This design comes from an exercise in tuning for small area, a short achievable clock period and few clock cycles on the open sky130 flow, not from production work.
Only simulation tests tie the RTL to the original design; equivalence was not proved.
Power figures rest on the tool's default switching activity, not on a simulated workload.

== cedar ==
==> flow/design.v (excerpt) <==
module sillar_fpu (
    input  wire        clk,
    input  wire        rst,
    input  wire        in_valid,
    output wire        in_ready,
    input  wire [5:0]  in_op,
    input  wire [1:0]  in_rm,
    input  wire [31:0] in_a,
    input  wire [31:0] in_b,
    input  wire [31:0] in_c,
    output reg         out_valid,
    output reg  [31:0] out_res,
    output reg  [4:0]  out_flags
);
Size in the first run: roughly 5,400 cells after synthesis, ~150 I/O pins, ~47,000 sq um of cells after synthesis.
==> flow/config.mk <==
export PLATFORM = sky130hd
export DESIGN_NAME = sillar_fpu
export DESIGN_NICKNAME = sillar_fpu
export VERILOG_FILES = /design/flow/design.v
export SDC_FILE = /design/flow/constraint.sdc
export NUM_CORES = 4
export LEC_CHECK = 0
export CAP_MARGIN = 20
export CORE_MARGIN = 2
export CORE_UTILIZATION = 40
export SLEW_MARGIN = 20
==> flow/constraint.sdc <==
create_clock -name core_clock -period 22.0 [get_ports {clk}]
set_input_delay 4.4000 -clock core_clock [delete_from_list [all_inputs] [get_ports {clk}]]
set_output_delay 4.4000 -clock core_clock [all_outputs]
set_load 0.01 [all_outputs]
standard.sh (not shown) runs the stock make flow with config.mk's settings and CLKGATE_MAP_FILE= SYNTH_SCRIPT=/design/flow/synth_recipe.tcl, a recipe that flattens the netlist after the stock synthesis.
==> flow/flow/run.sh <==
#!/bin/bash
# The standard layout (standard.sh, unchanged), except that the port
# buffers that global placement inserts on every input and output are
# sky130_fd_sc_hd__buf_4 rather than the default pick, a slow delay cell.
# ORFS writes each tool's log under orfs/logs; make's own output goes to
# standard.log here.
set -euo pipefail
cd "$(dirname "$0")/.."
export BUFFER_PORTS_ARGS="-buffer_cell sky130_fd_sc_hd__buf_4"
bash standard.sh > standard.log 2>&1
cedar: done, clean on timing, DRC and antenna
Testbench counts of cedar, summed over its fixed seeds: cycles 48,040.
### cedar -> oak
--- a/flow/design.v
+++ b/flow/design.v
@@ -2,19 +2,19 @@
     input  wire        clk,
     input  wire [5:0]  op,
     input  wire [1:0]  rm,
     input  wire        is_i2f,
     input  wire        is_f2i,
     input  wire [31:0] x,
     input  wire [31:0] y,
     input  wire [31:0] c,
-    input  wire [8:0]  sab,      
-    input  wire [8:0]  sa1,      
-    input  wire [7:0]  ez,       
+    input  wire [7:0]  ex,       
+    input  wire [7:0]  ey,
+    input  wire [7:0]  ez,
     input  wire        hx,       
     input  wire        xm,       
     input  wire        hy,
     input  wire        ym,       
     input  wire        one,      
     input  wire        hz,
     input  wire        sz,       
     input  wire        zb,       
@@ -57,17 +57,17 @@
                  is_i2f ? 1'b0 :
                  (p_zero & c_zero & (sp == sz)) ? sp : (rm == 2'd1);
     wire f2i_nan = nan_z;
     wire f2i_big = (ez > 8'd158) | ((ez == 8'd158) & (~x[31] | ~mz0));
     wire [23:0] mx = {hx, x[22:0] & {23{xm}}};
     wire [23:0] my = {hy, y[22:0] & {23{ym}}};
     wire [47:0] psn, pcn;
     fpu_mul u_mul (.x(mx), .y(my), .sn(psn), .cn(pcn));
-    wire [8:0] epp = is_i2f ? 9'd286 : is_f2i ? 9'd299 : one ? sa1 : sab;
+    wire [8:0] epp = {1'b0, ex} + {1'b0, ey};
     wire signed [10:0] ep = $signed({2'b0, epp}) - 11'sd100;
     wire signed [10:0] sh_raw = ep - $signed({3'b0, ez});
     wire big_c = ~c_zero & (p_zero | sh_raw[10]);
     wire signed [10:0] sh_ov = $signed({2'b0, epp}) + $signed({3'b111, ~ez}) - 11'sd175;
     wire over  = ~sh_ov[10];
     wire signed [10:0] e74 = big_c ? $signed({3'b0, ez}) : ep;
     wire [31:0] mz = is_i2f ? x : {hz, zf & {23{hz}}, 8'd0};
     wire [106:0] ext = {mz, 75'd0} >> sh_raw[6:0];
@@ -1962,19 +1962,21 @@
     wire nan_a  = ffa & (a[22:0] != 23'd0);
     wire nan_b  = ffb & (b[22:0] != 23'd0);
     wire snan_a = nan_a & ~a[22];
     wire snan_b = nan_b & ~b[22];
     wire za = (a[30:23] == 8'd0), zb = (b[30:23] == 8'd0);
     wire [30:0] ma = za ? 31'd0 : a[30:0];
     wire [30:0] mb = zb ? 31'd0 : b[30:0];
     wire sa = a[31], sb = b[31];
-    wire m_lt = (ma < mb);
-    wire m_eq = (ma == mb);
+    wire r_lt = (a[30:0] < b[30:0]);
+    wire r_eq = (a[30:0] == b[30:0]);
     wire both_zero = za & zb;
+    wire m_lt = za ? ~zb : ~zb & r_lt;
+    wire m_eq = both_zero | (~za & ~zb & r_eq);
     wire k_eq = (sa == sb) & m_eq;
     wire k_lt = (sa & ~sb) | (~sa & ~sb & m_lt) | (sa & sb & ~m_lt & ~m_eq);
     wire v_eq = k_eq | both_zero;
     wire v_lt = k_lt & ~both_zero;
     wire is_min = ~op[4] & ~op[3];      
     wire sel_a  = is_min ? (k_lt | k_eq) : ~k_lt;
     wire [31:0] fa = {sa, ma}, fb = {sb, mb};
     always @(*) begin
@@ -2057,28 +2059,27 @@
     wire d_one = d_as | d_i2f | d_f2i;
     wire za = (in_a[30:23] == 8'd0);
     wire zb = (in_b[30:23] == 8'd0);
     wire zc = (in_c[30:23] == 8'd0);
     reg        v0;
     reg [5:0]  op0;
     reg [1:0]  rm0;
     reg [31:0] x0, y0, c0;
-    reg [8:0]  sab0, sa10;
-    reg [7:0]  ez0;
+    reg [7:0]  ex0, ey0, ez0;
     reg        hx0, xm0, hy0, ym0, one0, hz0, sz0, zb0, zc0, i2f0, f2i0;
     always @(posedge clk) begin
         v0   <= in_valid & ~rst;
         op0  <= in_op;
         rm0  <= in_rm;
         x0   <= in_a;
         y0   <= in_b;
         c0   <= in_c;
-        sab0 <= {1'b0, in_a[30:23]} + {1'b0, in_b[30:23]};
-        sa10 <= {1'b0, in_a[30:23]} + 9'd127;
+        ex0  <= d_i2f ? 8'd159 : d_f2i ? 8'd172 : in_a[30:23];
+        ey0  <= d_one ? 8'd127 : in_b[30:23];
         ez0  <= d_as ? in_b[30:23] : d_fma ? in_c[30:23] :
                 d_i2f ? 8'd158 : d_f2i ? in_a[30:23] : 8'd0;
         hx0  <= d_i2f ? in_a[31] : ~d_f2i & ~za;
         xm0  <= ~o[3] & ~za;
         hy0  <= d_one | ~zb;
         ym0  <= ~d_one & ~zb;
         one0 <= d_one;
         hz0  <= d_as ? ~zb : d_fma ? ~zc : d_f2i & ~za;
@@ -2086,17 +2087,17 @@
         zb0  <= d_as;
         zc0  <= d_fma;
         i2f0 <= d_i2f;
         f2i0 <= d_f2i;
     end
     wire [31:0] res4;
     wire [4:0]  flags4;
     fpu_fma u_fma (.clk(clk), .op(op0), .rm(rm0), .is_i2f(i2f0), .is_f2i(f2i0),
-                   .x(x0), .y(y0), .c(c0), .sab(sab0), .sa1(sa10), .ez(ez0),
+                   .x(x0), .y(y0), .c(c0), .ex(ex0), .ey(ey0), .ez(ez0),
                    .hx(hx0), .xm(xm0), .hy(hy0), .ym(ym0), .one(one0),
                    .hz(hz0), .sz(sz0), .zb(zb0), .zc(zc0),
                    .res(res4), .flags(flags4));
     reg v1, v2, v3;
     always @(posedge clk) begin
         v1 <= v0 & ~rst;
         v2 <= v1 & ~rst;
         v3 <= v2 & ~rst;
[summary]
cedar has a lower worst hold slack than oak. From cedar to oak the numbers moved as follows: maximum frequency shows an increase of 3.0%, number of instances in the synthesized netlist shows a reduction of 43. Share of post-route cells with drive strength above 1 for oak: 0.33 points down relative to cedar. Total power of oak is higher than that of cedar. Against cedar, the final cell area of oak is lower. Routed wire length in oak vs cedar: down 1.3%. oak vs cedar — fraction of synthesized area in multiplexers dropped 0.53 points. Per the comparison of oak with cedar, largest incremental delay on the critical path decreased 0.34 ns; global-route usage went up 0.16 points; largest buffer count on any clock path ~0 delta; final cell utilization of the core roughly the same; register fraction of the total cell area saw an increase.
Testbench counts of oak, summed over its fixed seeds: cycles 48,040.

* * *

main:
sillar_fpu, a different RTL version from the one above (not shown whole).
Size in the first run: about 5500 cells after synthesis, ~530 flip-flops.
## sillar_fpu
module sillar_fpu (
    input  wire        clk,
    input  wire        rst,
    input  wire        in_valid,
    output wire        in_ready,
    input  wire [5:0]  in_op,
    input  wire [1:0]  in_rm,
    input  wire [31:0] in_a,
    input  wire [31:0] in_b,
    input  wire [31:0] in_c,
    output reg         out_valid,
    output reg  [31:0] out_res,
    output reg  [4:0]  out_flags
);
clock: 22.0 ns
lec_check: 0
cap_margin: 20
core_margin: 2
core_utilization: 40
slew_margin: 20
run.sh (not shown) runs the stock make flow with config.mk's settings and CLKGATE_MAP_FILE= SYNTH_SCRIPT=/design/flow/synth_recipe.tcl, a recipe that flattens the netlist after the stock synthesis.
Stock flow here: none of the scripts above is used.
Testbench counts of main, summed over its fixed seeds: cycles 48,040.
--- input diff main..the feature branch ---
diff --git a/flow/design.v b/flow/design.v
--- a/flow/design.v
+++ b/flow/design.v
@@ -57,25 +57,26 @@
                  is_i2f ? 1'b0 :
                  (p_zero & c_zero & (sp == sz)) ? sp : (rm == 2'd1);
     wire f2i_nan = nan_z;
     wire f2i_big = (ez > 8'd158) | ((ez == 8'd158) & (~x[31] | ~mz0));
     wire [23:0] mx = {hx, x[22:0] & {23{xm}}};
     wire [23:0] my = {hy, y[22:0] & {23{ym}}};
     wire [47:0] psn, pcn;
     fpu_mul u_mul (.x(mx), .y(my), .sn(psn), .cn(pcn));
     wire [8:0] epp = {1'b0, ex} + {1'b0, ey};
     wire signed [10:0] ep = $signed({2'b0, epp}) - 11'sd100;
     wire signed [10:0] sh_raw = ep - $signed({3'b0, ez});
     wire big_c = ~c_zero & (p_zero | sh_raw[10]);
-    wire over  = ~sh_raw[10] & (sh_raw[9:0] > 10'd75);
+    wire signed [10:0] sh_ov = $signed({2'b0, epp}) + $signed({3'b111, ~ez}) - 11'sd175;
+    wire over  = ~sh_ov[10];
     wire signed [10:0] e74 = big_c ? $signed({3'b0, ez}) : ep;
     wire [31:0] mz = is_i2f ? x : {hz, zf & {23{hz}}, 8'd0};
     wire [106:0] ext = {mz, 75'd0} >> sh_raw[6:0];
     wire [74:0] al = big_c ? {mz, 43'd0} :
                      over  ? {74'd0, hz} :
                      {ext[106:33], |ext[32:0]};
     wire eff_sub = sp ^ sz;
     wire [74:0] alx = al ^ {75{eff_sub}};
     reg [47:0] r_psn, r_pcn;
     reg [74:0] r_aln;
     reg        r_sub;
     reg signed [10:0] r_e74;
The via count reported for the feature branch is higher than the one for main.
Between main and the feature branch, the layout overhead on the synthesized area does not differ in any meaningful way.
Summary of the feature branch over main: worst hold slack has remained practically unchanged; count of clock-buffer cells in the layout shrank by 13%; buffering overhead picked up an extra 0.32 points.
Of the two values seen for end point of the critical path, u_fma.r_aln[27] was produced by main and u_fma.r_aln[22] by the feature branch.
Comparing the feature branch and main, the higher number of vias per cell was measured on the feature branch.
In the tables for the feature branch and main, total power reads higher with the feature branch.
| wire length | the feature branch vs main | 1500 um higher |
Between the feature branch and main, the difference in post-synthesis cell area is negligible.
The feature branch against main: worst setup slack before clock tree synthesis rose 0.013 ns, total power density per cell area rose about 3.6%.
Testbench counts of the feature branch, summed over its fixed seeds: cycles 48,040.

-- re-timing with driven ports --
Ports are ideal in the flow. The routed layouts listed here were re-timed in OpenROAD.
Step 1 assumes that a clkbuf_16 drives the clock port and a buf_2 every other input.
Step 2 adds t to the input delays and takes it off the output delays; t is the mean of the earliest and latest rising clock arrival at the registers after step 1. Input paths then give back, and output paths get back, about the clock's delay inside the block.
Three values: ideal ports, drivers, drivers and shift; two values: the first two.
| run | shift t [ns] | setup WS [ns] | clock arrival spread, ns | cell pins on the clock port's net |
|---|---|---|---|---|
| cedar | 0.754 | 15.783 / 15.783 / 15.783 | 0.039 / 0.038 | 1 |
| oak | 0.758 | 15.965 / 15.965 / 15.965 | 0.070 / 0.069 | 1 |
| main | 0.734 | 15.610 / 15.610 / 15.541 | 0.037 / 0.037 | 1 |
| the feature branch | 0.746 | 15.804 / 15.804 / 15.598 | 0.065 / 0.065 | 1 |
After both steps every run listed still meets setup and hold. For the feature branch, which loses most, drivers alone change the setup slack by 0.000 ns; drivers and shift together by -0.206 ns.
